Context: an optimization exercise on an open-source flow, tuned for small area, a short achievable clock period and few clock cycles. The choices shown serve that exercise and are no tape-out recipe. At most, simulation tests tie the RTL to the original design; equivalence was not proved. No functional check of the RTL was part of runs 4 to 7. Power figures rest on the tool's default switching activity, not on a simulated workload.

==> design.v <==
module turf_dec (
    input  wire       clk,
    input  wire       rst,         
    input  wire       start,       
    input  wire [6:0] width_m1,    
    input  wire       in_valid,
    input  wire [7:0] in_data,
    output wire       in_ready,
    output reg        out_valid,
    output reg  [7:0] out_data,
    output reg        out_last,    
    input  wire       out_ready,
    output wire       err
);
    localparam QN = 2;             
    localparam QW = 1;             
    localparam [1:0] G_LIT = 2'd0,   
                     G_ABV = 2'd2,   
                     G_DLT = 2'd3;   
    localparam [2:0] P_IDLE = 3'd0,
                     P_HDR  = 3'd1,    
                     P_RAW  = 3'd2,    
                     P_TOK  = 3'd3,    
                     P_EXT  = 3'd4,    
                     P_LIT  = 3'd5,    
                     P_REPV = 3'd6,    
                     P_DLT  = 3'd7;    
    reg  [6:0] wm;                 
    reg        bv, skv;
    reg  [7:0] bd, sk;
    reg        p_pop;
    reg        irdy;               
    assign in_ready = irdy;
    wire   take     = in_valid && irdy;
    wire   skv_n    = !(rst || start) && !(!bv || p_pop) && (skv || take);
    always @(posedge clk) begin
        skv  <= skv_n;
        irdy <= !skv_n;
        if (rst || start) begin
            bv <= 1'b0;
        end else begin
            if (!bv || p_pop) begin
                bv <= skv || take;
                bd <= skv ? sk : in_data;
            end else if (take)
                sk <= in_data;
        end
    end
    reg  [2:0] ps;
    reg        perr;
    reg  [1:0] hcnt;
    reg  [8:0] brem;               
    reg        big;                
    reg  [7:0] xq;                 
    reg  [6:0] tokl;               
    reg  [1:0] ttyp;
    reg  [6:0] tq;                 
    reg        dodd;               
    reg        rdone;              
    reg        q_full;
    reg        push;
    reg  [1:0] push_t;
    reg  [6:0] push_c;
    reg  [2:0] ps_n;
    reg        perr_n;
    assign err = perr;
    wire body_end = !big && brem == 9'd0;
    wire body_one = !big && brem == 9'd1;    
    wire ext      = bd[5:1] == 5'b11111;      
    wire is_tok   = (ps == P_TOK);
    wire [7:0] lq    = is_tok ? {2'd0, bd[5:0]} : bd;       
    wire [6:0] mq    = is_tok ? {1'b0, bd[5:0]} : bd[6:0] + 7'd62;
    wire       m_ok  = !xq[7] && lq <= xq;
    wire       m_end = lq == xq;
    wire [7:0] xq_n  = xq + ~lq;
    wire       tend  = rdone ? body_one : 1'b0;
    wire p_nopush = (ps == P_HDR && hcnt != 2'd3) ||
                    (is_tok && (bd[7:6] != 2'd2 || ext)) ||
                    (ps == P_EXT && ttyp != 2'd2);
    wire p_run    = !perr && ps != P_IDLE;
    always @(*) begin
        p_pop  = bv && p_run && (!q_full || p_nopush);
        push   = 1'b0;
        push_t = G_LIT;
        push_c = 7'd0;
        ps_n   = ps;
        perr_n = 1'b0;
        case (ps)
            P_HDR: if (p_pop && hcnt == 2'd3) begin
                if (bd[7:2] != 6'd0 || bd[1:0] == 2'b11)
                    perr_n = 1'b1;
                if (bd[1:0] == 2'b01) begin
                    ps_n = P_RAW;
                    if (big || brem != {2'b0, wm} + 9'd1)
                        perr_n = 1'b1;
                end else if (bd[1:0] == 2'b10) begin
                    push   = 1'b1;
                    push_t = G_ABV;
                    push_c = wm;
                    if (!body_end)
                        perr_n = 1'b1;
                end else
                    ps_n = P_TOK;
            end
            P_RAW: if (p_pop) begin
                push = 1'b1;
                if (xq == 8'd0) ps_n = P_HDR;
            end
            P_TOK, P_EXT: begin
                if (body_end)
                    perr_n = 1'b1;
                if (p_pop) begin
                    if (is_tok && (tokl == 7'd0 || bd[5:0] == 6'd63))
                        perr_n = 1'b1;
                    if (is_tok && ext)
                        ps_n = P_EXT;
                    else begin
                        if (!m_ok)
                            perr_n = 1'b1;
                        case (is_tok ? bd[7:6] : ttyp)
                            2'd0: ps_n = P_LIT;
                            2'd1: ps_n = P_REPV;
                            2'd3: ps_n = P_DLT;
                            default: begin
                                push   = 1'b1;
                                push_t = G_ABV;
                                push_c = mq;
                                if (m_end) begin
                                    ps_n = P_HDR;
                                    if (!body_one) perr_n = 1'b1;
                                end else
                                    ps_n = P_TOK;
                            end
                        endcase
                    end
                end
            end
            P_LIT, P_REPV, P_DLT: begin
                if (body_end)
                    perr_n = 1'b1;
                if (p_pop) begin
                    push = 1'b1;
                    if (ps == P_REPV)
                        push_c = tq;
                    else if (ps == P_DLT) begin
                        push_t = G_DLT;
                        push_c = (tq == 7'd0 && dodd) ? 7'd0 : 7'd1;
                        if (tq == 7'd0 && dodd && bd[7:4] != 4'd0)
                            perr_n = 1'b1;
                    end
                    if (ps == P_REPV || tq == 7'd0) begin
                        if (rdone) begin
                            ps_n = P_HDR;
                            if (!body_one) perr_n = 1'b1;
                        end else
                            ps_n = P_TOK;
                    end
                end
            end
            default: ;
        endcase
    end
    always @(posedge clk) begin
        if (rst) begin
            ps   <= P_IDLE;
            perr <= 1'b0;
        end else if (start) begin
            ps   <= P_HDR;
            perr <= 1'b0;
            hcnt <= 2'd0;
            wm   <= width_m1;
        end else begin
            perr <= perr || perr_n;
            ps <= ps_n;
            if (p_pop) begin
                if (ps != P_HDR)
                    brem <= brem - 9'd1;
                case (ps)
                    P_HDR: begin
                        hcnt <= hcnt + 2'd1;
                        case (hcnt)
                            2'd0: begin brem[7:0] <= bd; big <= 1'b0; end
                            2'd1: begin brem[8] <= bd[0]; big <= bd[7:1] != 7'd0; end
                            2'd2: if (bd != 8'd0) big <= 1'b1;
                            default: begin
                                xq   <= {1'b0, wm};
                                tokl <= {1'b0, wm[6:1]} + 7'd17;
                            end
                        endcase
                    end
                    P_RAW: xq <= xq - 8'd1;
                    P_TOK: begin
                        tokl <= tokl - 7'd1;
                        ttyp <= bd[7:6];
                        if (ext)
                            xq <= xq - 8'd62;
                        else
                            xq <= xq_n;
                    end
                    P_EXT: xq <= xq_n;
                    P_LIT, P_DLT: tq <= tq - 7'd1;
                    default: ;
                endcase
                if ((is_tok && !ext) || ps == P_EXT) begin
                    tq    <= ((is_tok ? bd[7:6] : ttyp) == 2'd3) ? {1'b0, mq[6:1]} : mq;
                    dodd  <= !mq[0];
                    rdone <= m_end;
                end
            end
        end
    end
    reg  [1:0] qt [0:QN-1];
    reg  [6:0] qc [0:QN-1];
    reg  [7:0] qv [0:QN-1];
    reg  [QW-1:0] qwp, qrp;
    reg  [QW:0]   qn;
    reg        cv;                 
    reg  [1:0] ct;
    reg  [6:0] cc;
    reg  [7:0] cval;
    reg        okv;                
    reg  [7:0] okd;
    reg        okl;
    wire       emit    = cv && !okv;
    wire       cfree   = !cv || (emit && cc == 7'd0);
    wire       q_empty = (qn == 0);
    wire       q_pop   = cfree && !q_empty;
    wire       q_push  = push && !(cfree && q_empty);
    always @(posedge clk) begin
        if (rst || start) begin
            cv     <= 1'b0;
            qn     <= 0;
            qwp    <= 0;
            qrp    <= 0;
            q_full <= 1'b0;
        end else begin
            if (q_push) begin
                qt[qwp] <= push_t;
                qc[qwp] <= push_c;
                qv[qwp] <= bd;
                qwp     <= (qwp == QN - 1) ? 0 : qwp + 1;
            end
            if (q_pop)
                qrp <= (qrp == QN - 1) ? 0 : qrp + 1;
            if (q_push && !q_pop) begin
                qn     <= qn + 1;
                q_full <= (qn == QN - 1);
            end else if (q_pop && !q_push) begin
                qn     <= qn - 1;
                q_full <= 1'b0;
            end
            if (cfree) begin
                cv <= !q_empty || push;
                if (!q_empty) begin
                    ct   <= qt[qrp];
                    cc   <= qc[qrp];
                    cval <= qv[qrp];
                end else begin
                    ct   <= push_t;
                    cc   <= push_c;
                    cval <= bd;
                end
            end else if (emit) begin
                cc <= cc - 7'd1;
                if (ct == G_DLT)
                    cval <= {4'd0, cval[7:4]};
            end
        end
    end
    reg        frow;               
    reg        rs;                 
    reg  [6:0] ex;                 
    reg  [7:0] dl1;                
    wire [7:0] prev    = rs ? 8'd0 : dl1;
    wire [7:0] tap [0:7];
    wire [7:0] above   = frow ? 8'd0 : tap[7];
    wire [7:0] dpix    = prev + {{4{cval[3]}}, cval[3:0]};
    wire [7:0] pix     = (ct == G_ABV) ? above :
                         (ct == G_DLT) ? dpix : cval;
    wire       last    = (ex == wm);
    wire [6:0] dsel = wm;
    assign tap[0] = dl1;
    genvar gi;
    generate
        for (gi = 0; gi < 7; gi = gi + 1) begin : g_seg
            localparam integer L = 1 << (6 - gi);             
            reg [8*L-1:0] sr;
            if (L == 1) begin : g_one
                always @(posedge clk)
                    if (emit) sr <= tap[gi];
            end else begin : g_many
                always @(posedge clk)
                    if (emit) sr <= {sr[8*L-9:0], tap[gi]};
            end
            assign tap[gi + 1] = dsel[6 - gi] ? sr[8*L-1 -: 8] : tap[gi];
        end
    endgenerate
    always @(posedge clk) begin
        if (emit) begin
            dl1 <= pix;
        end
    end
    always @(posedge clk) begin
        if (rst || start) begin
            frow <= 1'b1;
            rs   <= 1'b1;
            ex   <= 7'd0;
        end else if (emit) begin
            rs <= last;
            if (last) begin
                ex   <= 7'd0;
                frow <= 1'b0;
            end else
                ex <= ex + 7'd1;
        end
    end
    reg  [7:0] ohd;
    reg        ohl;
    wire       ostall = out_valid && !out_ready;
    wire [7:0] onew   = okv ? okd : pix;
    wire       olnew  = okv ? okl : last;
    always @(posedge clk) begin
        out_valid <= !(rst || start) && (ostall || okv || emit);
        out_data  <= ostall ? ohd : onew;
        out_last  <= ostall ? ohl : olnew;
        ohd       <= ostall ? out_data : onew;
        ohl       <= ostall ? out_last : olnew;
        if (rst || start || !ostall)
            okv <= 1'b0;
        else if (emit) begin
            okv <= 1'b1;
            okd <= pix;
            okl <= last;
        end
    end
endmodule
==> flow/run.sh <==
#!/bin/bash
# Standard layout, with timing repair aimed at a larger setup slack than
# config.mk's settings allow and the pixel output ports kept on one edge.
# Each tool's full output goes to its own log.
set -euo pipefail
K=("SETUP_SLACK_MARGIN=5.3" "IO_CONSTRAINTS=$PWD/flow/io.tcl")
bash standard.sh "${K[@]}" synth > make_synth.log 2>&1
bash standard.sh "${K[@]}" finish > make_finish.log 2>&1
==> flow/io.tcl <==
# Keep the pixel output port and its handshake together on the bottom edge.
set_io_pin_constraint -pin_names {out_valid out_ready out_last out_data[0] out_data[1] out_data[2] out_data[3] out_data[4] out_data[5] out_data[6] out_data[7]} -region bottom:*
==> standard.sh <==
#!/bin/bash
# synth_recipe.tcl (not shown) runs the flow's synth.tcl, then flattens the netlist and writes it again
# the make line also repeats each setting of config.mk as NAME=value (left out here)
make -C /OpenROAD-flow-scripts/flow DESIGN_CONFIG=/design/flow/config.mk WORK_HOME=/design/flow/orfs CLKGATE_MAP_FILE= SYNTH_SCRIPT=/design/flow/synth_recipe.tcl "${@:-finish}"
==> config.mk <==
export PLATFORM = sky130hd
export DESIGN_NAME = turf_dec
export DESIGN_NICKNAME = turf_dec
export VERILOG_FILES = /design/flow/design.v
export SDC_FILE = /design/flow/constraint.sdc
export NUM_CORES = 4
export LEC_CHECK = 0
export ABC_AREA = 1
export CAP_MARGIN = 20
export CORE_MARGIN = 2
export CORE_UTILIZATION = 55
export CTS_BUF_LIST = sky130_fd_sc_hd__clkbuf_8
export CTS_CLUSTER_DIAMETER = 50
export CTS_CLUSTER_SIZE = 15
export PLACE_DENSITY = 0.7
export SLEW_MARGIN = 20
==> constraint.sdc <==
create_clock -name core_clock -period 8.0 [get_ports {clk}]
set_input_delay 1.6000 -clock core_clock [delete_from_list [all_inputs] [get_ports {clk}]]
set_output_delay 1.6000 -clock core_clock [all_outputs]
set_load 0.01 [all_outputs]
==> impl_metrics.tcl, run 1 <==
set metrics [dict create \
    final-max-slew-violation-count 0 \
    async_reset_ff_share_pct 0 \
    ys_seq_elements 1188 \
    clk_latency_ns 0.74 \
    clk_pin_slew_ns 0.09 \
    ff2ff_path_depth 15 \
    pwr_density_cell_nw_per_um2 226 \
    ctsRootBufferMaster "clkbuf_8" \
    power.internal_mw 8.15 \
    startpoint_type "register" \
    grt_max_degree 193 \
    post-route-period-util_pct 35.1 \
    critPathArrivalTime_ns 1.21 \
    hp-start "g_seg[0].sr[12]$_DFFE_PP_" \
    drt_iter0_drc 1653 \
    drtAntennaViolNets 0 \
    grt_pass1_vias 18189 \
    synth_edf_count 1145 \
    dp_cells 3320 \
    final_layout_size_suffix_gt1_share_pct 12.8 \
    clock_sinks 1188 \
    crit_path_start "out_valid$_DFF_P_" \
    die_x_um 278 \
    fin_area_um2 45200 \
    ios 32 \
    critical_path.top_delay_family "flip-flops" \
    die_h_um 278 \
    crit_type "reg2out" \
    port_buffers 31 \
    slew_headroom_pct 31.3 \
    nets 2573 \
    p_clk_share_pct 32.0 \
    final_cell_mix "1,145 x edfxtp_1, 341 x nand2_1, 186 x inv_1" \
    drt-total-wl_um 66800 \
    register_area_um2 35300 \
    syn-num-nets 2407 \
    cp.required_ns 6.40 \
    multi_input_area_um2 5200 \
    instances_no_fill 3527 \
    power_leakage_nw 15.4 \
    worstMarginPinSlew_ns 1.03 \
    synth.distinct_cells 59 \
    max_cap_viol_count 0 \
    rsz0062_at_grt "true" \
    die-area_um2 77100 \
    hold_violations 0 \
    endpoint "out_valid" \
    final.setup_skew_ns 0.0341 \
    dr.pass1.iters 6 \
    hp-class "reg2reg" \
    clockBufferDepth 3 \
    switching_share_pct 20.1 \
    slowest_delay_ns 0.37 \
    critPathSlowestCell "dfxtp_2" \
    drc 0 \
    layout_min_cycle_time_ns 2.81 \
    cts_tree "built" \
    r2r_start "bd[7]$_DFFE_PP_" \
    syn_area_um2 41200 \
    critical_path_depth 1 \
    fillers 5265 \
    fin_util_pct 60.9 \
    reg2reg_slack_ns 5.39 \
    worstReg2RegEnd "perr$_SDFF_PN0_" \
    routabilityCongestion 0.877 \
    syn_avg_cell_area_um2 17.6 \
    initial_core_util_pct 55.4 \
    grt_overflow_total 0 \
    wl_per_cell_um 18.9 \
    synth_warnings 1 \
    endpoint_kind "output pin" \
    fmax_mhz 356 \
    core.rowCount 100 \
    run_status "no timing/DRC/antenna violations" \
    core_area_um2 74300 \
    syn2layout_area_growth_pct 9.85 \
    place_ws_ns 3.71 \
    critPathMaxFanout 2 \
    synth.yosys.seq_area_share_pct 85.6 \
    vias 18826 \
    power_switching_mw 2.06 \
    layout_commonest_cell "edfxtp_1" \
    p_seq_share_pct 66.1 \
    path_cells "buf_6" \
    synth_flop_cell "edfxtp_1" \
    final-setup-viol-count 0 \
    vias_per_cell 5.34 \
    synthCells 2339 \
    peakVddDrop_v 0.000146 \
    place_area_um2 42800 \
    antenna_found_initial 3 \
    dpl.hpwl_um 38900 \
    setup_slack_ns 5.19 \
    numCtsBuffers 101 \
    comb_power_share_pct 1.8 \
    htreeDepth 3 \
    grt_pass1_wl_um 102000 \
    globalRouteTotalUtil_pct 17.3 \
    cp_num_buf_inv 1 \
]
==> power by group through the flow <==
| stage | combinational [mW] | clock, mW | sequential (mW) |
|---|---|---|---|
| 6_report | 0.186 | 3.27 | 6.75 |
| 5_1_grt | 0.203 | 3.62 | 6.75 |
| 4_1_cts | 0.177 | 3.41 | 6.75 |
| 3_5_place_dp | 0.163 | 0 | 6.90 |
| 3_3_place_gp | 0.161 | 0 | 6.90 |
| 2_1_floorplan | 0.107 | 0 | 6.89 |
==> cell usage after synthesis (all sizes together) (7+ instances only) <==
cell | number | area, um2
a21boi | 8 | 60.1
a21oi | 45 | 225
buf | 16 | 82.6
clkbuf | 13 | 48.8
dfxtp | 43 | 861
edfxtp | 1145 | 34400
ha | 46 | 576
inv | 190 | 716
nand2 | 351 | 1350
nand3 | 83 | 438
nand4 | 11 | 98.8
nor2 | 154 | 682
nor3 | 16 | 95.1
o211ai | 15 | 133
o21ai | 66 | 345
o221ai | 7 | 61.3
o22ai | 11 | 75.1
or2 | 26 | 163
xnor2 | 16 | 140
xor2 | 25 | 219
==> what timing repair did <==
| action | CTS | global route |
|---|---|---|
| hold buffers | 0 | 0 |
| buffers inserted | 24 | 25 |
| gates resized for setup | 91 | 15 |
| gates cloned | 2 | 0 |
| pin swaps | 7 | 3 |
| endpoints found under the setup margin | 293 | 220 |
==> sequential cells by signal, indices dropped and copies added, names as in the netlist, 2 cells and up, named ones only <==
name	count
bd	8
brem	9
cc	7
ct	2
cval	8
dl1	8
ex	7
g_seg.sr	1016
hcnt	2
ohd	8
okd	8
out_data	8
ps	3
qc	14
qn	2
qt	4
qv	16
sk	8
tokl	7
tq	7
ttyp	2
wm	7
xq	8
==> final cells by class <==
cell class | instances | area share, %
antenna | 1 | 0.00553
clock inverter | 50 | 0.984
sequential | 1188 | 77.9
timing repair buffer | 91 | 2.04
clock buffer | 105 | 3.19
tap | 969 | 2.68
multi-input combinational | 929 | 11.5
inverter | 194 | 1.66
==> cells by family (layout without fill, tap and decap cells) <==
| group | after synthesis | count (layout) | synth area share [%] |
|---|---|---|---|
| adder cells (fa/ha/maj) | 48 | 48 | 1.49 |
| XOR/XNOR | 41 | 41 | 0.872 |
| AND/OR/NAND/NOR | 650 | 651 | 7.02 |
| flip-flops | 1188 | 1188 | 85.6 |
| AO/OA/AOI/OAI | 184 | 184 | 2.83 |
| buffers and inverters | 223 | 440 | 2.09 |
| other | 0 | 1 | 0 |
| multiplexers | 5 | 5 | 0.122 |
==> stage by stage <==
step           hold slack, ns  total power, mW  TNS (ns)
2_1_floorplan           0.400             6.99  -8327.18
3_3_place_gp            0.400             7.06         0
3_5_place_dp            0.405             7.06         0
4_1_cts                 0.405             10.3         0
5_1_grt                 0.412             10.6         0
6_report                0.403             10.2         0
==> routing by layer <==
layer  vias to the layer above  GRT usage [%]  part of all wire (%)
met5                         -              0                     0
li1                       8810              -                     -
met4                         0           7.40                   4.0
met3                       159           3.20                   4.8
met1                      9387           25.3                    46
met2                       470           25.8                    45
==> worst min-delay path by stage <==
stage          slack, ns  depth (start not counted)                         end
3_5_place_dp        0.40                          0  g_seg[0].sr[137]$_DFFE_PP_
6_report            0.40                          0   g_seg[0].sr[20]$_DFFE_PP_
4_1_cts             0.41                          0  g_seg[1].sr[214]$_DFFE_PP_
5_1_grt             0.41                          0  g_seg[0].sr[172]$_DFFE_PP_
3_3_place_gp        0.40                          0   g_seg[4].sr[14]$_DFFE_PP_
2_1_floorplan       0.40                          0  g_seg[0].sr[100]$_DFFE_PP_
Testbench counts, summed over its fixed seeds: cycles 66,280.
==> run 2: changes to the inputs <==
--- a/config.mk
+++ b/config.mk
@@ -9,8 +9,8 @@
 export CAP_MARGIN = 20
 export CORE_MARGIN = 2
 export CORE_UTILIZATION = 55
-export CTS_BUF_LIST = sky130_fd_sc_hd__clkbuf_8
-export CTS_CLUSTER_DIAMETER = 50
-export CTS_CLUSTER_SIZE = 15
+export CTS_BUF_LIST = sky130_fd_sc_hd__clkbuf_8 sky130_fd_sc_hd__clkbuf_16
+export CTS_CLUSTER_DIAMETER = 70
+export CTS_CLUSTER_SIZE = 20
 export PLACE_DENSITY = 0.7
 export SLEW_MARGIN = 20
==> impl_metrics.tcl, run 2 <==
set metrics [dict create \
    run_status "no timing/DRC/antenna violations" \
    power.internal_mw 8.53 \
    largest-register "g_seg.sr" \
    instances_no_fill 3467 \
    hold_end "g_seg[1].sr[214]$_DFFE_PP_" \
    reg2reg_slack_ns 5.34 \
    largest_reg_flops 1016 \
    drtAntennaViolNets 0 \
    cp.required_ns 6.40 \
    switching_share_pct 19.5 \
    dr.pass1.iters 6 \
    synth_edf_count 1145 \
    place_ws_ns 3.71 \
    grt_max_degree 193 \
    hold_violations 0 \
    yosys.area.top_type "edfxtp_1" \
    synth.top_cell.area_share_pct 83.5 \
    grt_pass1_wl_um 103000 \
    power_switching_mw 2.07 \
    synth_common_cells "1,145 x edfxtp_1, 342 x nand2_1, 179 x inv_1" \
    min_path_cells 0 \
    final_layout_size_suffix_gt1_share_pct 11.4 \
    dp_cells 3320 \
    ys_seq_elements 1188 \
    syn_area_um2 41200 \
    crit_path_start "perr$_SDFF_PN0_" \
    post-route-period-util_pct 33.8 \
    ios 32 \
    initial_core_util_pct 55.4 \
    cp_num_buf_inv 1 \
    setup_slack_ns 5.30 \
    syn-num-nets 2407 \
    p_seq_share_pct 63.7 \
    critPathSlowestCell "dfxtp_4" \
    numCtsBuffers 74 \
    hp-class "reg2reg" \
    hp-start "g_seg[1].sr[206]$_DFFE_PP_" \
    final.setup_skew_ns 0.0272 \
    dpl.hpwl_um 38900 \
    drt-total-wl_um 67200 \
    ff2ff_path_depth 12 \
    synth_warnings 1 \
    wl_per_cell_um 19.4 \
    clock_sinks 1188 \
    layout_min_cycle_time_ns 2.70 \
    pwr_density_cell_nw_per_um2 233 \
    path_cells "buf_6" \
    critPathMaxFanout 2 \
    drt_iter0_drc 1734 \
    finalPower_mw 10.6 \
    worstReg2RegEnd "xq[7]$_DFFE_PP_" \
    antenna_found_initial 0 \
    drc 0 \
    grt_overflow_total 0 \
    die-area_um2 77100 \
    slew_headroom_pct 27.7 \
    synth.distinct_cells 59 \
    fillers 5231 \
    clockBufferDepth 3 \
    async_reset_ff_share_pct 0 \
    layout_commonest_cell "edfxtp_1" \
    final-max-slew-violation-count 0 \
    final_cell_mix "1,145 x edfxtp_1, 341 x nand2_1, 179 x inv_1" \
    port_buffers 31 \
    htreeDepth 3 \
    clk_pin_slew_ns 0.08 \
    diodes 0 \
    peakVddDrop_v 0.000136 \
    fin_setup_tns_ns 0 \
    core_area_um2 74300 \
    vias 18557 \
    endpoint_kind "output pin" \
    startpoint_type "register" \
    nets 2541 \
    comb_power_share_pct 1.8 \
    critical_path.top_delay_family "flip-flops" \
    syn_avg_cell_area_um2 17.6 \
    rsz0062_at_grt "true" \
    slowest_delay_ns 0.36 \
    ctsRootBufferMaster "clkbuf_16" \
    synth_flop_cell "edfxtp_1" \
    critPathArrivalTime_ns 1.10 \
    vias_per_cell 5.35 \
    power_leakage_nw 15.4 \
    core.rowCount 100 \
    fmax_mhz 370 \
    critical_path_depth 1 \
    cts_tree "built" \
    final-setup-viol-count 0 \
    max_cap_viol_count 0 \
    p_clk_share_pct 34.6 \
    fin_util_pct 61.2 \
    clk_latency_ns 0.63 \
    grt_pass1_vias 17887 \
    synth_area_leaders "edfxtp_1 83%, nand2_1 3.1%, dfxtp_1 2.1%" \
    r2r_start "bd[2]$_DFFE_PP_" \
    crit_type "reg2out" \
    die_h_um 278 \
    reg_top3 "g_seg.sr (1016), qv (16), qc (14)" \
    worstMarginPinSlew_ns 1.08 \
    synth_most_common_cell "edfxtp_1" \
    routabilityCongestion 0.877 \
    postCtsHoldBufs 0 \
    synth.yosys.seq_area_share_pct 85.6 \
    die_x_um 278 \
    synthCells 2339 \
    globalRouteTotalUtil_pct 17.4 \
    syn2layout_area_growth_pct 10.4 \
]
run 2: power groups by stage:
stage	Sequential [mW]	Clock [mW]	Combinational, mW
after floorplan	6.89	0	0.107
after global placement	6.90	0	0.161
after detailed placement	6.90	0	0.163
after CTS	6.75	3.79	0.177
after global routing	6.75	3.99	0.205
final	6.75	3.66	0.187
run 2: worst max-delay path by stage:
stage                                 endpoint
floorplan                     okd[0]$_DFFE_PP_
global placement               xq[0]$_DFFE_PP_
detailed placement             xq[0]$_DFFE_PP_
CTS                 g_seg[0].sr[219]$_DFFE_PP_
global route                   xq[7]$_DFFE_PP_
finish                                     err
run 2: what timing repair did:
item	CTS	global route
resized for setup	94	17
setup endpoints to repair	301	193
pin swaps	9	3
cloned	2	0
buffers inserted	27	17
hold endpoints to repair	0	0
run 2: kinds of logic (layout without fill, tap and decap cells):
kind of cell	after synthesis	in the layout	synth area share [%]
AOI/OAI and AO/OA	184	184	2.83
xor gates and xnor gates	41	41	0.872
adders and majority gates	48	48	1.49
buffers and inverters	223	381	2.09
DFF	1188	1188	85.6
muxes	5	5	0.122
and+or+nand+nor	650	651	7.02
run 2: stage by stage:
step / cell area [um2] / hold WS [ns]
floorplan: 41300 / 0.400
global placement: 42800 / 0.400
detailed placement: 42800 / 0.405
CTS: 45300 / 0.401
global route: 45500 / 0.414
finish: 45500 / 0.406
run 2: final cells by class:
type	instances	area, um2	share of cell area (%)
inverters	194	752	1.65
repair buffers	86	878	1.93
clock buffers	75	1880	4.13
well taps	969	1210	2.67
multi-input cells	929	5220	11.5
clock inverters	26	246	0.542
flip-flops and latches	1188	35300	77.6
run 2: per-layer routing:
metal  wire length [um]  part of all wire [%]  GRT usage, %  up-vias
met2              30800                    46          26.5      453
met5                  0                     0             0        -
met3               3220                   4.8          3.04      125
met4               2490                   3.7          6.69        0
li1                   -                     -             -     8728
met1              30600                    46          25.5     9251
==> run 3: changes to the inputs <==
==> config.mk (replaced) <==
export PLATFORM = sky130hd
export DESIGN_NAME = turf_dec
export DESIGN_NICKNAME = turf_dec
export VERILOG_FILES = /design/flow/design.v
export SDC_FILE = /design/flow/constraint.sdc
export NUM_CORES = 4
export LEC_CHECK = 0
export ABC_AREA = 1
export CAP_MARGIN = 20
export CORE_MARGIN = 2
export CORE_UTILIZATION = 60
export CTS_BUF_LIST = sky130_fd_sc_hd__clkbuf_16
export CTS_CLUSTER_DIAMETER = 100
export CTS_CLUSTER_SIZE = 30
export PLACE_DENSITY = 0.8
export SLEW_MARGIN = 20
==> impl_metrics.tcl, run 3 <==
set metrics [dict create \
    run_status "no timing/DRC/antenna violations" \
    startpoint_type "register" \
    layout_commonest_cell "edfxtp_1" \
    syn_avg_cell_area_um2 17.6 \
    synth_flop_cell "edfxtp_1" \
    clock_sinks 1188 \
    setup_slack_ns 5.27 \
    drc 0 \
    finalPower_mw 9.72 \
    vias 18562 \
    syn2layout_area_growth_pct 8.18 \
    globalRouteTotalUtil_pct 19.2 \
    clk_latency_ns 0.63 \
    routabilityCongestion 0.899 \
    die-area_um2 70800 \
    diodes 0 \
    clockBufferDepth 3 \
    hp-class "reg2reg" \
    synth.yosys.seq_area_share_pct 85.6 \
    numCtsBuffers 46 \
    endpoint_kind "output pin" \
    syn_area_um2 41200 \
    grt_pass1_vias 17924 \
    yosys.area.top_type "edfxtp_1" \
    grt_max_degree 176 \
    vias_per_cell 5.56 \
    largest_reg_flops 1016 \
    drt-total-wl_um 68600 \
    power_leakage_nw 15.0 \
    synth.top_cell.area_share_pct 83.5 \
    final-max-slew-violation-count 0 \
    crit_type "reg2out" \
    synth_warnings 1 \
    htreeDepth 2 \
    grt_overflow_total 0 \
    final_cell_mix "1,145 x edfxtp_1, 341 x nand2_1, 173 x inv_1" \
    place_ws_ns 3.87 \
    largest-register "g_seg.sr" \
    wl_per_cell_um 20.5 \
    port_buffers 31 \
    final.setup_skew_ns 0.0351 \
    fin_area_um2 44600 \
    critical_path.top_delay_family "flip-flops" \
    drtAntennaViolNets 0 \
    synth_area_leaders "edfxtp_1 83%, nand2_1 3.1%, dfxtp_1 2.1%" \
    ys_seq_elements 1188 \
    synth.distinct_cells 59 \
    cts_tree "built" \
    die_h_um 266 \
    critPathSlowestCell "dfxtp_4" \
    rsz0062_at_grt "true" \
    drt_iter0_drc 1837 \
    ctsRootBufferMaster "clkbuf_16" \
    reg_top3 "g_seg.sr (1016), qv (16), qc (14)" \
    place_area_um2 42700 \
    nets 2515 \
    slew_headroom_pct 37.4 \
    synth_common_cells "1,145 x edfxtp_1, 342 x nand2_1, 179 x inv_1" \
    antenna_found_initial 0 \
    fin_setup_tns_ns 0 \
    core.rowCount 96 \
    layout_min_cycle_time_ns 2.73 \
    hold_violations 0 \
    core_area_um2 68200 \
    postCtsHoldBufs 0 \
    async_reset_ff_share_pct 0 \
    die_x_um 266 \
    slowest_delay_ns 0.38 \
    peakVddDrop_v 0.000201 \
    ios 32 \
    fillers 4481 \
    worstMarginPinSlew_ns 0.936 \
    grt_pass1_wl_um 103000 \
    dr.pass1.iters 5 \
    post-route-period-util_pct 34.2 \
    path_cells "buf_6" \
    syn-num-nets 2407 \
    clk_pin_slew_ns 0.11 \
    critPathArrivalTime_ns 1.13 \
    cp_num_buf_inv 1 \
    final-setup-viol-count 0 \
    critPathMaxFanout 2 \
    pwr_density_cell_nw_per_um2 218 \
    initial_core_util_pct 60.4 \
    final_layout_size_suffix_gt1_share_pct 9.93 \
    dpl.hpwl_um 40500 \
    cp.required_ns 6.40 \
    synth_edf_count 1145 \
    synth_most_common_cell "edfxtp_1" \
    max_cap_viol_count 0 \
    synthCells 2339 \
    fmax_mhz 366 \
]
==> run 3: cell counts after synthesis <==
Identical to the previous run, type by type.
==> run 3: path summary, 6_finish.rpt <==
path / startpoint / to / slack, ns / depth (start not counted)
worst max register to register: bd[1]$_DFFE_PP_ / qc[1][5]$_DFFE_PP_ / 5.38 / 11
worst min-delay path: g_seg[0].sr[119]$_DFFE_PP_ / g_seg[0].sr[127]$_DFFE_PP_ / 0.41 / 0
worst max-delay path: out_valid$_DFF_P_ / out_valid / 5.27 / 1
worst min register to register: g_seg[0].sr[119]$_DFFE_PP_ / g_seg[0].sr[127]$_DFFE_PP_ / 0.41 / 0
==> run 3: metrics by stage <==
stage	hold WS [ns]	utilization, %	cells
global route	0.428	65.3	3338
detailed placement	0.405	62.5	3234
floorplan	0.400	-	2339
CTS	0.411	65.0	3320
finish	0.412	65.3	3338
global placement	0.401	62.5	3234
==> run 3: logic make-up (layout without fill, tap and decap cells) <==
group	Yosys count	count (layout)	share of synthesized area [%]
multiplexers	5	5	0.122
XOR/XNOR	41	41	0.872
AND/OR/NAND/NOR	650	650	7.02
buffers and inverters	223	340	2.09
adder cells (fa/ha/maj)	48	48	1.49
AO/OA/AOI/OAI	184	184	2.83
flip-flops	1188	1188	85.6
==> run 3: final cells by class <==
class / count / area, um2 / area share (%)
Clock buffer: 47 / 1180 / 2.64
Clock inverter: 10 / 96.3 / 0.216
Inverter: 194 / 752 / 1.69
Multi-Input combinational cell: 928 / 5180 / 11.6
Sequential cell: 1188 / 35300 / 79.2
Tap cell: 882 / 1100 / 2.48
Timing Repair Buffer: 89 / 970 / 2.18
==> run 3: report_power, final <==
group,internal (mW),switching (mW),total [mW]
Clock,1.09,1.69,2.78
Sequential,6.73,0.0157,6.75
Combinational,0.0642,0.124,0.188
Total,7.88,1.83,9.72
==> run 3: metal layers <==
metal,GRT usage [%],wire (um),vias up,part of all wire [%]
met3,2.42,3330,125,4.9
met1,28.3,30400,9238,44
met4,6.27,2190,0,3.2
met2,30.6,32600,553,48
met5,0,0,-,0
li1,-,-,8646,-
==> run 3: timing repair <==
| action | 4_1_cts | 5_1_grt |
|---|---|---|
| cloned | 1 | 2 |
| gates resized for setup | 100 | 22 |
| hold endpoints to repair | 0 | 0 |
| pin swaps | 7 | 0 |
| setup endpoints to repair | 810 | 640 |
| buffers inserted | 28 | 16 |
==> run 4: changes to the inputs <==
--- a/design.v
+++ b/design.v
@@ -314,17 +314,15 @@
                 ex <= ex + 7'd1;
         end
     end
-    reg  [7:0] ohd;
-    reg        ohl;
     wire       ostall = out_valid && !out_ready;
     wire [7:0] onew   = okv ? okd : pix;
     wire       olnew  = okv ? okl : last;
     always @(posedge clk) begin
         out_valid <= !(rst || start) && (ostall || okv || emit);
-        out_data  <= ostall ? ohd : onew;
-        out_last  <= ostall ? ohl : olnew;
-        ohd       <= ostall ? out_data : onew;
-        ohl       <= ostall ? out_last : olnew;
+        if (!ostall) begin
+            out_data <= onew;
+            out_last <= olnew;
+        end
         if (rst || start || !ostall)
             okv <= 1'b0;
         else if (emit) begin
==> impl_metrics.tcl, run 4 <==
set metrics [dict create \
    run_status "no timing/DRC/antenna violations" \
    syn_avg_cell_area_um2 17.8 \
    worstMarginPinSlew_ns 1.02 \
    layout_min_cycle_time_ns 2.88 \
    postCtsHoldBufs 0 \
    initial_core_util_pct 60.8 \
    syn_area_um2 40900 \
    critPathSlowestCell "edfxtp_1" \
    synth_common_cells "1,154 x edfxtp_1, 336 x nand2_1, 162 x inv_1" \
    cts_tree "built" \
    clk_latency_ns 0.62 \
    diodes 0 \
    final_layout_size_suffix_gt1_share_pct 9.57 \
    critPathArrivalTime_ns 1.28 \
    fillers 4411 \
    final.setup_skew_ns 0.0209 \
    dpl.hpwl_um 41900 \
    crit_path_start "out_data[2]$_DFFE_PN_" \
    synth.distinct_cells 64 \
    switching_share_pct 19.1 \
    hp-start "g_seg[0].sr[317]$_DFFE_PP_" \
    register_area_um2 35200 \
    hold_end "g_seg[0].sr[325]$_DFFE_PP_" \
    path_cells "buf_2" \
    hp-class "reg2reg" \
    final-max-slew-violation-count 0 \
    hold_violations 0 \
    synth.top_cell.area_share_pct 84.8 \
    multi_input_area_um2 5010 \
    critical_path.top_delay_family "flip-flops" \
    routabilityCongestion 0.896 \
    synth_area_leaders "edfxtp_1 85%, nand2_1 3.1%, inv_1 1.5%" \
    endpoint_kind "output pin" \
    die_x_um 265 \
    die_h_um 265 \
    final-setup-viol-count 0 \
    synth_most_common_cell "edfxtp_1" \
    finalPower_mw 9.74 \
    synth.yosys.seq_area_share_pct 86.0 \
    ys_seq_elements 1179 \
    drt_iter0_drc 2198 \
    min_path_cells 0 \
    core.rowCount 95 \
    largest-register "g_seg.sr" \
    power_leakage_nw 14.7 \
    drt-total-wl_um 69600 \
    fin_setup_tns_ns 0 \
    synthCells 2292 \
    crit_type "reg2out" \
    syn2layout_area_growth_pct 7.86 \
    cp.required_ns 6.40 \
    globalRouteTotalUtil_pct 19.9 \
    wl_per_cell_um 21.3 \
    nets 2462 \
    synth_flop_cell "edfxtp_1" \
    peakVddDrop_v 0.000208 \
    slew_headroom_pct 32.2 \
    port_buffers 31 \
    r2r_start "wm[2]$_DFFE_PP_" \
    drc 0 \
    clockBufferDepth 3 \
    core_area_um2 67300 \
    ctsRootBufferMaster "clkbuf_16" \
    ios 32 \
    vias 18504 \
    grt_pass1_vias 17856 \
    die-area_um2 70200 \
    synth_edf_count 1154 \
    startpoint_type "register" \
    post-route-period-util_pct 36.0 \
    cp_num_buf_inv 1 \
    fmax_mhz 347 \
    max_cap_viol_count 0 \
    pwr_density_cell_nw_per_um2 221 \
    largest_reg_flops 1016 \
    comb_power_share_pct 2.4 \
    grt_max_degree 191 \
    critPathMaxFanout 1 \
    worstReg2RegEnd "out_data[2]$_DFFE_PN_" \
    ff2ff_path_depth 8 \
    yosys.area.top_type "edfxtp_1" \
    slowest_delay_ns 0.48 \
    final_cell_mix "1,154 x edfxtp_1, 335 x nand2_1, 158 x inv_1" \
    layout_commonest_cell "edfxtp_1" \
    power.internal_mw 7.88 \
    grt_overflow_total 0 \
    power_switching_mw 1.86 \
    syn-num-nets 2361 \
    htreeDepth 2 \
    vias_per_cell 5.65 \
    clk_pin_slew_ns 0.11 \
    p_seq_share_pct 69.1 \
    async_reset_ff_share_pct 0 \
    antenna_found_initial 1 \
    numCtsBuffers 46 \
    reg_top3 "g_seg.sr (1016), qv (16), qc (14)" \
    p_clk_share_pct 28.4 \
    grt_pass1_wl_um 105000 \
    drtAntennaViolNets 0 \
    reg2reg_slack_ns 5.40 \
    clock_sinks 1179 \
    rsz0062_at_grt "true" \
    synth_warnings 1 \
    dr.pass1.iters 6 \
]
[run 4: cells by family after synthesis]
kind of cell,after synthesis,share of synthesized area [%]
muxes,1,0.0245
xor gates and xnor gates,36,0.771
AOI/OAI and AO/OA,183,2.84
DFF,1179,86.0
adders and majority gates,49,1.54
and+or+nand+nor,635,6.83
buffers and inverters,209,2.02
[run 4: power by group through the flow]
stage	registers, mW	clock network (mW)	logic [mW]
2_1_floorplan	6.87	0	0.142
3_3_place_gp	6.88	0	0.200
3_5_place_dp	6.89	0	0.205
4_1_cts	6.74	2.86	0.223
5_1_grt	6.74	3.04	0.261
6_report	6.73	2.77	0.238
[run 4: per-layer routing]
layer / up-vias / part of all wire (%) / GRT usage (%)
met2: 658 / 47 / 31.0
met5: - / 0 / 0
met1: 9237 / 45 / 30.7
met4: 0 / 2.0 / 4.50
met3: 95 / 6.6 / 2.63
li1: 8514 / - / -
[run 4: worst max-delay path by stage]
stage,endpoint,depth (start not counted)
2_1_floorplan,okd[0]$_DFFE_PP_,4
3_3_place_gp,tq[3]$_DFFE_PP_,6
3_5_place_dp,tokl[3]$_DFFE_PP_,6
4_1_cts,out_data[2],1
5_1_grt,out_data[2],1
6_report,out_data[2],1
[run 4: through the flow]
step / instances / setup slack, ns / cell area [um2] / hold slack [ns] / utilization (%)
6_report: 3276 / 5.12 / 44100 / 0.413 / 65.5
5_1_grt: 3276 / 5.10 / 44100 / 0.427 / 65.5
4_1_cts: 3262 / 5.09 / 43900 / 0.415 / 65.3
3_5_place_dp: 3174 / 4.10 / 42300 / 0.405 / 62.9
3_3_place_gp: 3174 / 4.14 / 42300 / 0.400 / 62.9
2_1_floorplan: 2292 / -9.69 / 41000 / 0.400 / -
[run 4: repair_timing]
action,in CTS,in global routing
pin swaps,7,1
buffers inserted,29,14
setup endpoints to repair,240,207
resized for setup,69,22
gates cloned,1,0
hold endpoints to repair,0,0
[run 4: cell type report]
class / instances / area share (%)
Inverter: 180 / 1.60
Timing Repair Buffer: 82 / 1.87
Multi-Input combinational cell: 904 / 11.4
Clock inverter: 11 / 0.278
Clock buffer: 47 / 2.67
Tap cell: 873 / 2.48
Sequential cell: 1179 / 79.7
==> run 5: changes to the inputs <==
--- a/config.mk
+++ b/config.mk
@@ -8,9 +8,9 @@
 export ABC_AREA = 1
 export CAP_MARGIN = 20
 export CORE_MARGIN = 2
-export CORE_UTILIZATION = 60
+export CORE_UTILIZATION = 55
 export CTS_BUF_LIST = sky130_fd_sc_hd__clkbuf_16
 export CTS_CLUSTER_DIAMETER = 100
 export CTS_CLUSTER_SIZE = 30
-export PLACE_DENSITY = 0.8
+export PLACE_DENSITY = 0.7
 export SLEW_MARGIN = 20
==> impl_metrics.tcl, run 5 <==
set metrics [dict create \
    run_status "no timing/DRC/antenna violations" \
    hold_violations 0 \
    vias_per_cell 5.42 \
    register_area_um2 35200 \
    synth.distinct_cells 64 \
    synth_warnings 1 \
    multi_input_area_um2 5030 \
    reg_top3 "g_seg.sr (1016), qv (16), qc (14)" \
    max_cap_viol_count 0 \
    final_layout_size_suffix_gt1_share_pct 10.1 \
    layout_min_cycle_time_ns 2.82 \
    clk_pin_slew_ns 0.11 \
    hp-class "reg2reg" \
    synth_flop_cell "edfxtp_1" \
    final_cell_mix "1,154 x edfxtp_1, 334 x nand2_1, 160 x inv_1" \
    numCtsBuffers 46 \
    post-route-period-util_pct 35.2 \
    die-area_um2 76500 \
    fillers 5169 \
    cp.required_ns 6.40 \
    whs_ns 0.417 \
    grt_pass1_vias 17228 \
    fmax_mhz 355 \
    startpoint_type "register" \
    layout_commonest_cell "edfxtp_1" \
    syn2layout_area_growth_pct 8.54 \
    routabilityCongestion 0.870 \
    synthCells 2292 \
    syn-num-nets 2361 \
    dr.pass1.iters 5 \
    rsz0062_at_grt "true" \
    synth.yosys.seq_area_share_pct 86.0 \
    instances_no_fill 3380 \
    endpoint_kind "output pin" \
    pwr_density_cell_nw_per_um2 219 \
    yosys.area.top_type "edfxtp_1" \
    wl_per_cell_um 19.5 \
    ctsRootBufferMaster "clkbuf_16" \
    synth_most_common_cell "edfxtp_1" \
    vias 18312 \
    clockBufferDepth 3 \
    drt-total-wl_um 66000 \
    critPathSlowestCell "edfxtp_1" \
    grt_pass1_wl_um 99100 \
    power_leakage_nw 14.8 \
    clk_latency_ns 0.63 \
    peakVddDrop_v 0.000225 \
    postCtsHoldBufs 0 \
    initial_core_util_pct 55.8 \
    die_h_um 277 \
    core.rowCount 99 \
    fin_setup_tns_ns 0 \
    cts_tree "built" \
    final.setup_skew_ns 0.0290 \
    worstMarginPinSlew_ns 0.887 \
    critPathMaxFanout 1 \
    crit_type "reg2out" \
    clock_sinks 1179 \
    ys_seq_elements 1179 \
    synth_area_leaders "edfxtp_1 85%, nand2_1 3.1%, inv_1 1.5%" \
    synth_edf_count 1154 \
    grt_max_degree 223 \
    fin_util_pct 60.5 \
    largest_reg_flops 1016 \
    slowest_delay_ns 0.43 \
    largest-register "g_seg.sr" \
    critPathArrivalTime_ns 1.22 \
    syn_area_um2 40900 \
    drtAntennaViolNets 0 \
    globalRouteTotalUtil_pct 16.8 \
    die_x_um 277 \
    grt_overflow_total 0 \
    synth.top_cell.area_share_pct 84.8 \
    port_buffers 31 \
    drc 0 \
    htreeDepth 2 \
    async_reset_ff_share_pct 0 \
    critical_path.top_delay_family "flip-flops" \
    dp_cells 3265 \
    final-max-slew-violation-count 0 \
    synth_common_cells "1,154 x edfxtp_1, 336 x nand2_1, 162 x inv_1" \
    antenna_found_initial 4 \
    cp_num_buf_inv 1 \
    slew_headroom_pct 40.9 \
    nets 2476 \
    syn_avg_cell_area_um2 17.8 \
    drt_iter0_drc 2027 \
    core_area_um2 73300 \
    final-setup-viol-count 0 \
    ios 32 \
    dpl.hpwl_um 39500 \
    path_cells "buf_2" \
]
[run 5: cell counts after synthesis]
Identical to the previous run, type by type.
[run 5: cells by family (layout without fill, tap and decap cells)]
group / after synthesis / count (layout) / share of synthesized area, %
adders and majority gates: 49 / 49 / 1.54
buffers and inverters: 209 / 337 / 2.02
AOI/OAI and AO/OA: 183 / 183 / 2.84
and+or+nand+nor: 635 / 635 / 6.83
muxes: 1 / 1 / 0.0245
DFF: 1179 / 1179 / 86.0
other: 0 / 1 / 0
xor gates and xnor gates: 36 / 36 / 0.771
[run 5: metrics by stage]
step                      power [mW]  setup WS (ns)  instance area (um2)
final                           9.74           5.18                44400
after global routing            10.1           5.12                44400
after CTS                       9.83           5.09                43900
after detailed placement        7.09           4.18                42500
after global placement          7.09           4.21                42500
after floorplan                 7.01          -9.69                41000
[run 5: path summary, 6_finish.rpt]
check                             from  depth (start not counted)  slack (ns)                   endpoint
max              out_data[2]$_DFFE_PN_                          1        5.18                out_data[2]
min          g_seg[1].sr[21]$_DFFE_PP_                          0        0.42  g_seg[1].sr[29]$_DFFE_PP_
max reg2reg            bd[5]$_DFFE_PP_                         13        5.42         qv[1][0]$_DFFE_PP_
min reg2reg  g_seg[1].sr[21]$_DFFE_PP_                          0        0.42  g_seg[1].sr[29]$_DFFE_PP_
[run 5: metal layers]
layer	vias up	routed length [um]	track usage [%]
met4	0	1330	4.12
met2	553	28800	24.2
met5	-	0	0
met3	87	5300	3.85
li1	8572	-	-
met1	9100	30500	26.3
[run 5: power breakdown]
group | switching, mW | internal [mW]
clock | 1.68 | 1.09
sequential | 0.0189 | 6.71
combinational | 0.161 | 0.0779
total | 1.86 | 7.88
[run 5: layout make-up]
cell class,instances,area share [%]
sequential,1179,79.2
multi-input combinational,904,11.3
tap,959,2.70
clock buffer,47,2.65
timing repair buffer,96,2.19
inverter,180,1.60
clock inverter,14,0.262
antenna,1,0.00564
[run 5: what timing repair did]
| item | 4_1_cts | 5_1_grt |
|---|---|---|
| resized for setup | 66 | 30 |
| buffers inserted | 21 | 27 |
| pin swaps | 5 | 5 |
| cloned | 0 | 4 |
| setup endpoints to repair | 448 | 668 |
==> run 6: changes to the inputs <==
--- a/design.v
+++ b/design.v
@@ -218,10 +218,8 @@
     reg  [1:0] ct;
     reg  [6:0] cc;
     reg  [7:0] cval;
-    reg        okv;                
-    reg  [7:0] okd;
-    reg        okl;
-    wire       emit    = cv && !okv;
+    wire       ostall  = out_valid && !out_ready;
+    wire       emit    = cv && !ostall;
     wire       cfree   = !cv || (emit && cc == 7'd0);
     wire       q_empty = (qn == 0);
     wire       q_pop   = cfree && !q_empty;
@@ -314,21 +312,13 @@
                 ex <= ex + 7'd1;
         end
     end
-    wire       ostall = out_valid && !out_ready;
-    wire [7:0] onew   = okv ? okd : pix;
-    wire       olnew  = okv ? okl : last;
+    reg  [7:0] ohd;
+    reg        ohl;
     always @(posedge clk) begin
-        out_valid <= !(rst || start) && (ostall || okv || emit);
-        if (!ostall) begin
-            out_data <= onew;
-            out_last <= olnew;
-        end
-        if (rst || start || !ostall)
-            okv <= 1'b0;
-        else if (emit) begin
-            okv <= 1'b1;
-            okd <= pix;
-            okl <= last;
-        end
+        out_valid <= !(rst || start) && (ostall || emit);
+        out_data  <= ostall ? ohd : pix;
+        out_last  <= ostall ? ohl : last;
+        ohd       <= ostall ? out_data : pix;
+        ohl       <= ostall ? out_last : last;
     end
 endmodule
==> impl_metrics.tcl, run 6 <==
set metrics [dict create \
    grt_overflow_total 0 \
    wl_per_cell_um 19.9 \
    port_buffers 31 \
    synth-adder-area-share_pct 1.51 \
    place_area_um2 42400 \
    crit_type "reg2out" \
    critical_path.top_delay_family "flip-flops" \
    synthCells 2369 \
    drt_iter0_drc 1845 \
    largest_reg_flops 1016 \
    synth_flop_cell "edfxtp_1" \
    cp_num_buf_inv 1 \
    pwr_density_cell_nw_per_um2 222 \
    vias_per_cell 5.41 \
    fillers 5140 \
    core_area_um2 73200 \
    layout_commonest_cell "edfxtp_1" \
    die-area_um2 76400 \
    reg2reg_slack_ns 5.39 \
    worstReg2RegEnd "perr$_SDFF_PN0_" \
    die_h_um 276 \
    async_reset_ff_share_pct 0 \
    grt_pass1_wl_um 105000 \
    worstMarginPinSlew_ns 0.785 \
    routabilityCongestion 0.915 \
    antenna_found_initial 2 \
    synth.yosys.seq_area_share_pct 85.6 \
    clock_sinks 1178 \
    cts_tree "built" \
    ctsRootBufferMaster "clkbuf_16" \
    whs_ns 0.410 \
    rsz0062_at_grt "true" \
    slowest_delay_ns 0.38 \
    synth.distinct_cells 54 \
    fmax_mhz 365 \
    critPathArrivalTime_ns 1.14 \
    nets 2567 \
    largest-register "g_seg.sr" \
    ys_seq_elements 1178 \
    clockBufferDepth 3 \
    grt_pass1_vias 18124 \
    numCtsBuffers 47 \
    endpoint_kind "output pin" \
    ff2ff_path_depth 11 \
    final.setup_skew_ns 0.0346 \
    dr.pass1.iters 5 \
    hold_end "g_seg[3].sr[19]$_DFFE_PP_" \
    fin_area_um2 44900 \
    htreeDepth 2 \
    synth_compound_area_share_pct 2.29 \
    ios 32 \
    final-max-slew-violation-count 0 \
    clk_pin_slew_ns 0.11 \
    drc 0 \
    peakVddDrop_v 0.000152 \
    syn_area_um2 40800 \
    syn-num-nets 2437 \
    synth-xor-area-share_pct 0.815 \
    cp.required_ns 6.40 \
    final-setup-viol-count 0 \
    critPathSlowestCell "dfxtp_4" \
    synth.top_cell.area_share_pct 83.6 \
    r2r_start "wm[0]$_DFFE_PP_" \
    yosys.area.top_type "edfxtp_1" \
    synth_area_leaders "edfxtp_1 84%, nand2_1 3.5%, dfxtp_1 2.1%" \
    min_path_cells 0 \
    postCtsHoldBufs 0 \
    globalRouteTotalUtil_pct 17.9 \
    hp-class "reg2reg" \
    synth_warnings 1 \
    path_cells "buf_6" \
    run_status "no timing/DRC/antenna violations" \
    dpl.hpwl_um 40100 \
    reg_top3 "g_seg.sr (1016), qv (16), qc (14)" \
    max_cap_viol_count 0 \
    diodes 0 \
    slew_headroom_pct 47.7 \
    synth_most_common_cell "edfxtp_1" \
    final_cell_mix "1,136 x edfxtp_1, 381 x nand2_1, 176 x inv_1" \
    synth_common_cells "1,136 x edfxtp_1, 382 x nand2_1, 171 x inv_1" \
    clk_latency_ns 0.64 \
    critPathMaxFanout 2 \
    power_leakage_nw 15.3 \
    hold_violations 0 \
    initial_core_util_pct 55.8 \
    layout_min_cycle_time_ns 2.74 \
    post-route-period-util_pct 34.2 \
    syn2layout_area_growth_pct 10.0 \
    die_x_um 276 \
    core.rowCount 99 \
    muxShareOfSynthArea_pct 0.0736 \
    drt-total-wl_um 69100 \
    final_layout_size_suffix_gt1_share_pct 9.66 \
    hp-start "g_seg[3].sr[11]$_DFFE_PP_" \
    drtAntennaViolNets 0 \
    synth_top_family_by_area "simple AND/OR/NAND/NOR gates" \
    syn_avg_cell_area_um2 17.2 \
    synthSimpleGateAreaFrac_pct 7.59 \
    grt_max_degree 69 \
    synth_edf_count 1136 \
    startpoint_type "register" \
    vias 18813 \
]
[run 6: cell families after synthesis]
group | Yosys count
and+or+nand+nor | 717
DFF | 1178
adders and majority gates | 48
muxes | 3
buffers and inverters | 223
xor gates and xnor gates | 38
AOI/OAI and AO/OA | 162
[run 6: layer usage]
metal	share of wire (%)	up-vias	track usage [%]
li1	-	8791	-
met1	46	9481	26.9
met2	46	436	27.4
met3	4.3	105	2.17
met4	3.1	0	6.08
met5	0	-	0
[run 6: cell type report]
type / instances / area, um2 / share of cell area, %
clock buffers: 48 / 1200 / 2.67
repair inverters: 1 / 7.51 / 0.0167
flip-flops and latches: 1178 / 35000 / 77.9
inverters: 189 / 734 / 1.64
multi-input cells: 971 / 5150 / 11.5
clock inverters: 18 / 203 / 0.451
repair buffers: 111 / 1450 / 3.22
well taps: 959 / 1200 / 2.67
[run 6: worst max-delay path by stage]
stage | end | startpoint | cells past startpoint | slack [ns]
floorplan | ex[6]$_SDFFE_PN0P_ | out_ready | 7 | -10.65
global placement | qv[0][5]$_DFFE_PP_ | out_ready | 9 | 3.19
detailed placement | qv[0][2]$_DFFE_PP_ | out_ready | 9 | 3.09
CTS | err | perr$_SDFF_PN0_ | 1 | 5.23
global route | perr$_SDFF_PN0_ | wm[0]$_DFFE_PP_ | 11 | 5.22
finish | err | perr$_SDFF_PN0_ | 1 | 5.26
[run 6: stage by stage]
step | util, % | cells | worst slack (ns) | power, mW | TNS, ns
2_1_floorplan | - | 2369 | -10.65 | 7.07 | -9546.23
3_3_place_gp | 58.0 | 3344 | 3.19 | 7.15 | 0
3_5_place_dp | 58.0 | 3344 | 3.09 | 7.16 | 0
4_1_cts | 61.1 | 3453 | 5.23 | 10.0 | 0
5_1_grt | 61.3 | 3475 | 5.22 | 10.3 | 0
6_report | 61.3 | 3475 | 5.26 | 9.95 | 0
[run 6: report_power, final]
| group | total [mW] | switching [mW] | internal, mW |
|---|---|---|---|
| combinational | 0.303 | 0.205 | 0.0977 |
| sequential | 6.75 | 0.0305 | 6.72 |
| clock | 2.90 | 1.74 | 1.16 |
[run 6: timing repair]
item	in CTS	in global routing
buffers inserted	23	21
pin swaps	7	3
cloned	20	1
resized for setup	130	12
endpoints found under the setup margin	1166	72
==> run 7: changes to the inputs <==
--- a/design.v
+++ b/design.v
@@ -51,7 +51,7 @@
     reg  [1:0] hcnt;
     reg  [8:0] brem;               
     reg        big;                
-    reg  [7:0] xq;                 
+    reg  [7:0] xr;                 
     reg  [6:0] tokl;               
     reg  [1:0] ttyp;
     reg  [6:0] tq;                 
@@ -68,12 +68,13 @@
     wire body_one = !big && brem == 9'd1;    
     wire ext      = bd[5:1] == 5'b11111;      
     wire is_tok   = (ps == P_TOK);
-    wire [7:0] lq    = is_tok ? {2'd0, bd[5:0]} : bd;       
     wire [6:0] mq    = is_tok ? {1'b0, bd[5:0]} : bd[6:0] + 7'd62;
-    wire       m_ok  = !xq[7] && lq <= xq;
-    wire       m_end = lq == xq;
-    wire [7:0] xq_n  = xq + ~lq;
-    wire       tend  = rdone ? body_one : 1'b0;
+    wire [7:0] lq    = (ps == P_RAW) ? 8'd0 : !is_tok ? bd :
+                       ext ? 8'd61 : {2'd0, bd[5:0]};
+    wire [8:0] xr_s  = {1'b0, xr} + {1'b0, ~lq};
+    wire       m_ok  = xr_s[8];
+    wire [7:0] xr_n  = xr_s[7:0];
+    wire       m_end = xr_n == 8'd0;
     wire p_nopush = (ps == P_HDR && hcnt != 2'd3) ||
                     (is_tok && (bd[7:6] != 2'd2 || ext)) ||
                     (ps == P_EXT && ttyp != 2'd2);
@@ -104,7 +105,7 @@
             end
             P_RAW: if (p_pop) begin
                 push = 1'b1;
-                if (xq == 8'd0) ps_n = P_HDR;
+                if (xr == 8'd1) ps_n = P_HDR;
             end
             P_TOK, P_EXT: begin
                 if (body_end)
@@ -112,9 +113,11 @@
                 if (p_pop) begin
                     if (is_tok && (tokl == 7'd0 || bd[5:0] == 6'd63))
                         perr_n = 1'b1;
-                    if (is_tok && ext)
+                    if (is_tok && ext) begin
                         ps_n = P_EXT;
-                    else begin
+                        if (!m_ok)
+                            perr_n = 1'b1;
+                    end else begin
                         if (!m_ok)
                             perr_n = 1'b1;
                         case (is_tok ? bd[7:6] : ttyp)
@@ -183,21 +186,18 @@
                             2'd1: begin brem[8] <= bd[0]; big <= bd[7:1] != 7'd0; end
                             2'd2: if (bd != 8'd0) big <= 1'b1;
                             default: begin
-                                xq   <= {1'b0, wm};
+                                xr   <= {1'b0, wm} + 8'd1;
                                 tokl <= {1'b0, wm[6:1]} + 7'd17;
                             end
                         endcase
                     end
-                    P_RAW: xq <= xq - 8'd1;
+                    P_RAW: xr <= xr_n;
                     P_TOK: begin
                         tokl <= tokl - 7'd1;
                         ttyp <= bd[7:6];
-                        if (ext)
-                            xq <= xq - 8'd62;
-                        else
-                            xq <= xq_n;
+                        xr   <= xr_n;
                     end
-                    P_EXT: xq <= xq_n;
+                    P_EXT: xr <= xr_n;
                     P_LIT, P_DLT: tq <= tq - 7'd1;
                     default: ;
                 endcase
@@ -218,8 +218,10 @@
     reg  [1:0] ct;
     reg  [6:0] cc;
     reg  [7:0] cval;
-    wire       ostall  = out_valid && !out_ready;
-    wire       emit    = cv && !ostall;
+    reg        okv;                
+    reg  [7:0] okd;
+    reg        okl;
+    wire       emit    = cv && !okv;
     wire       cfree   = !cv || (emit && cc == 7'd0);
     wire       q_empty = (qn == 0);
     wire       q_pop   = cfree && !q_empty;
@@ -267,7 +269,7 @@
     end
     reg        frow;               
     reg        rs;                 
-    reg  [6:0] ex;                 
+    reg  [6:0] exr;                
     reg  [7:0] dl1;                
     wire [7:0] prev    = rs ? 8'd0 : dl1;
     wire [7:0] tap [0:7];
@@ -275,7 +277,7 @@
     wire [7:0] dpix    = prev + {{4{cval[3]}}, cval[3:0]};
     wire [7:0] pix     = (ct == G_ABV) ? above :
                          (ct == G_DLT) ? dpix : cval;
-    wire       last    = (ex == wm);
+    wire       last    = (exr == 7'd0);
     wire [6:0] dsel = wm;
     assign tap[0] = dl1;
     genvar gi;
@@ -302,23 +304,33 @@
         if (rst || start) begin
             frow <= 1'b1;
             rs   <= 1'b1;
-            ex   <= 7'd0;
+            exr  <= width_m1;
         end else if (emit) begin
             rs <= last;
             if (last) begin
-                ex   <= 7'd0;
+                exr  <= wm;
                 frow <= 1'b0;
             end else
-                ex <= ex + 7'd1;
+                exr <= exr - 7'd1;
         end
     end
     reg  [7:0] ohd;
     reg        ohl;
+    wire       ostall = out_valid && !out_ready;
+    wire [7:0] onew   = okv ? okd : pix;
+    wire       olnew  = okv ? okl : last;
     always @(posedge clk) begin
-        out_valid <= !(rst || start) && (ostall || emit);
-        out_data  <= ostall ? ohd : pix;
-        out_last  <= ostall ? ohl : last;
-        ohd       <= ostall ? out_data : pix;
-        ohl       <= ostall ? out_last : last;
+        out_valid <= !(rst || start) && (ostall || okv || emit);
+        out_data  <= ostall ? ohd : onew;
+        out_last  <= ostall ? ohl : olnew;
+        ohd       <= ostall ? out_data : onew;
+        ohl       <= ostall ? out_last : olnew;
+        if (rst || start || !ostall)
+            okv <= 1'b0;
+        else if (emit) begin
+            okv <= 1'b1;
+            okd <= pix;
+            okl <= last;
+        end
     end
 endmodule
==> flow/run.sh (replaced) <==
#!/bin/bash
# Standard layout, with timing repair aimed at a larger setup slack than
# config.mk's settings allow. Each tool's full output goes to its own log.
set -euo pipefail
bash standard.sh SETUP_SLACK_MARGIN=5.4 synth > make_synth.log 2>&1
bash standard.sh SETUP_SLACK_MARGIN=5.4 finish > make_finish.log 2>&1
--- a/config.mk
+++ b/config.mk
@@ -5,7 +5,7 @@
 export SDC_FILE = /design/flow/constraint.sdc
 export NUM_CORES = 4
 export LEC_CHECK = 0
-export ABC_AREA = 1
+export ABC_CLOCK_PERIOD_IN_PS = 2700
 export CAP_MARGIN = 20
 export CORE_MARGIN = 2
 export CORE_UTILIZATION = 55
removed: flow/io.tcl
==> impl_metrics.tcl, run 7 <==
set metrics [dict create \
    run_status "no timing/DRC/antenna violations" \
    fin_setup_tns_ns 0 \
    worstMarginPinSlew_ns 1.07 \
    largest_reg_flops 1016 \
    syn2layout_area_growth_pct 9.53 \
    die_h_um 276 \
    antenna_found_initial 1 \
    layout_commonest_cell "edfxtp_1" \
    slowest_delay_ns 0.44 \
    final-setup-viol-count 0 \
    core_area_um2 73200 \
    critPathArrivalTime_ns 3.63 \
    syn_avg_cell_area_um2 19.9 \
    max_cap_viol_count 0 \
    vias 17601 \
    largest-register "g_seg.sr" \
    globalRouteTotalUtil_pct 16.5 \
    synth_area_leaders "edfxtp_1 85%, dfxtp_1 1.8%, ha_1 1.0%" \
    power_leakage_nw 14.3 \
    final.setup_skew_ns 0.0317 \
    synth.distinct_cells 88 \
    synth.yosys.seq_area_share_pct 86.6 \
    critPathMaxFanout 4 \
    drc 0 \
    peakVddDrop_v 0.000149 \
    crit_type "reg2reg" \
    synth_flop_cell "edfxtp_1" \
    final_layout_size_suffix_gt1_share_pct 13.1 \
    critPathSlowestCell "or4_4" \
    path_cells "ha_2, nand4_1, a21oi_1, or2b_1, ha_1, a21o_1, a221o_1, or4_4, o21ai_4, xor2_2, a311o_1, a31oi_1" \
    hold_violations 0 \
    clk_latency_ns 0.64 \
    grt_overflow_total 0 \
    dr.pass1.iters 5 \
    startpoint_type "register" \
    nets 2210 \
    clk_pin_slew_ns 0.11 \
    grt_max_degree 187 \
    die_x_um 276 \
    fmax_mhz 325 \
    postCtsHoldBufs 0 \
    clock_sinks 1188 \
    vias_per_cell 5.64 \
    port_buffers 31 \
    synth_edf_count 1152 \
    routabilityCongestion 0.878 \
    numCtsBuffers 46 \
    endpoint_kind "register" \
    whs_ns 0.418 \
    post-route-period-util_pct 38.5 \
    synth_most_common_cell "edfxtp_1" \
    place_area_um2 42300 \
    initial_core_util_pct 55.7 \
    syn-num-nets 2103 \
    drt_iter0_drc 1766 \
    async_reset_ff_share_pct 0 \
    clockBufferDepth 3 \
    diodes 0 \
    ios 32 \
    core.rowCount 99 \
    fin_area_um2 44600 \
    syn_area_um2 40800 \
    final-max-slew-violation-count 0 \
    cp.required_ns 8.56 \
    slew_headroom_pct 28.7 \
    drt-total-wl_um 63700 \
    cts_tree "built" \
    yosys.area.top_type "edfxtp_1" \
    dpl.hpwl_um 36300 \
    instances_no_fill 3123 \
    ys_seq_elements 1188 \
    final_cell_mix "1,152 x edfxtp_1, 107 x nand2_1, 85 x nor2_1" \
    ctsRootBufferMaster "clkbuf_16" \
    layout_min_cycle_time_ns 3.08 \
    synth_warnings 1 \
    grt_pass1_vias 16753 \
    reg_top3 "g_seg.sr (1016), qv (16), qc (14)" \
    synthCells 2047 \
    dp_cells 2997 \
    grt_pass1_wl_um 97400 \
    synth_common_cells "1,152 x edfxtp_1, 109 x nand2_1, 90 x nor2_1" \
    drtAntennaViolNets 0 \
    die-area_um2 76300 \
    synth.top_cell.area_share_pct 84.9 \
    wl_per_cell_um 20.4 \
    pwr_density_cell_nw_per_um2 229 \
    rsz0062_at_grt "true" \
    hp-class "reg2reg" \
    htreeDepth 2 \
]
-- run 7: changes by cell type in the layout (fill, tap and decap cells not counted), moves of 17 or more --
cell     before  now
buf_4        47   64
ha_1         46   27
inv_1       176   41
mux2_2        0   22
mux2i_1       3   20
nand2_1     381  107
nand3_1     118   14
nor2_1      125   85
nor2b_1       0   26
or2_2        25    4
xnor2_1       9   28
-- run 7: worst paths after layout --
| kind | startpoint | endpoint | slack [ns] | depth (start not counted) |
|---|---|---|---|---|
| worst max-delay path | bd[1]$_DFFE_PP_ | ps[1]$_SDFFE_PN0P_ | 4.92 | 12 |
| worst min-delay path | g_seg[0].sr[501]$_DFFE_PP_ | g_seg[0].sr[509]$_DFFE_PP_ | 0.42 | 0 |
| worst min register to register | g_seg[0].sr[501]$_DFFE_PP_ | g_seg[0].sr[509]$_DFFE_PP_ | 0.42 | 0 |
| worst max register to register | bd[1]$_DFFE_PP_ | ps[1]$_SDFFE_PN0P_ | 4.92 | 12 |
-- run 7: cell type report --
class | count | area [um2]
clock buffer | 47 | 1180
clock inverter | 11 | 92.6
fill | 5029 | 28600
inverter | 47 | 193
multi-input combinational | 756 | 5430
sequential | 1188 | 35300
tap | 959 | 1200
timing repair buffer | 114 | 1210
timing repair inverter | 1 | 5.00
-- run 7: kinds of logic after synthesis --
logic type                 count (synthesis)  share of synthesized area [%]
xor gates and xnor gates                  51                           1.10
muxes                                     46                           1.23
DFF                                     1188                           86.6
adders and majority gates                 36                           1.14
and+or+nand+nor                          345                           4.12
buffers and inverters                    104                           1.05
AOI/OAI and AO/OA                        277                           4.72
-- run 7: what timing repair did --
| action | CTS | global route |
|---|---|---|
| setup buffers | 34 | 28 |
| gates cloned | 5 | 1 |
| endpoints found under the setup margin | 1168 | 573 |
| pin swaps | 11 | 24 |
| gates resized for setup | 112 | 44 |
-- run 7: critical path, delay by kind of cell (launching register included) --
family	cells	cell delay (ns)
XOR/XNOR	1	0.10
flip-flops	1	0.42
adder cells (fa/ha/maj)	2	0.50
AO/OA/AOI/OAI	6	1.11
AND/OR/NAND/NOR	3	0.88
-- run 7: layer usage --
layer	vias to the layer above	track usage, %	wire [um]
met5	-	0	0
met4	0	5.32	1760
met3	94	2.20	2820
met2	418	24.7	29200
met1	8987	25.4	29900
li1	8102	-	-
-- run 7: through the flow --
step / utilization, % / setup slack (ns) / power (mW)
detailed placement: 57.8 / 4.25 / 7.56
global route: 61.0 / 4.83 / 10.6
CTS: 60.3 / 4.92 / 10.3
finish: 61.0 / 4.92 / 10.2
global placement: 57.8 / 4.32 / 7.55
floorplan: - / -8.38 / 7.56
-- run 7: report_power, final --
group	internal [mW]	total (mW)	leakage, nW	switching [mW]
Sequential	6.99	7.06	10.7	0.0663
Combinational	0.141	0.405	2.88	0.264
Clock	1.09	2.77	0.638	1.68
Total	8.22	10.2	14.3	2.01

## afterwards: timing with drivers on the ports
The results above use ideal ports. As a check the final layouts listed here were re-extracted and re-timed, cells and wires unchanged. Step 1: set_driving_cell puts a clkbuf_16 on clk and a buf_2 on each other input, an assumption about the parent block. Step 2 moves the port delays by t, midway between the first and last clock arrival at a register: inputs arrive t later, outputs are due t later. That takes back most of the time a late clock gives input paths. Slacks: no drivers / after step 1 / after step 2; pairs: no drivers / after step 1.
| run | t, ns | slack for setup (ns) | worst slew at a driven data input, ns |
|---|---|---|---|
| run 1 | 0.781 | 5.193 / 5.134 / 4.606 | 0.06 |
| run 2 | 0.681 | 5.297 / 5.236 / 4.777 | 0.05 |
| run 3 | 0.678 | 5.267 / 5.208 / 4.676 | 0.06 |
| run 4 | 0.669 | 5.121 / 5.059 / 4.762 | 0.05 |
| run 5 | 0.667 | 5.181 / 5.126 / 4.748 | 0.05 |
| run 6 | 0.691 | 5.261 / 5.201 / 4.710 | 0.03 |
| run 7 | 0.683 | 4.920 / 4.920 / 4.660 | 0.07 |
After both steps setup and hold are still met in every run listed. For run 3, which loses most, drivers alone change the setup slack by -0.059 ns; drivers and shift together by -0.591 ns.
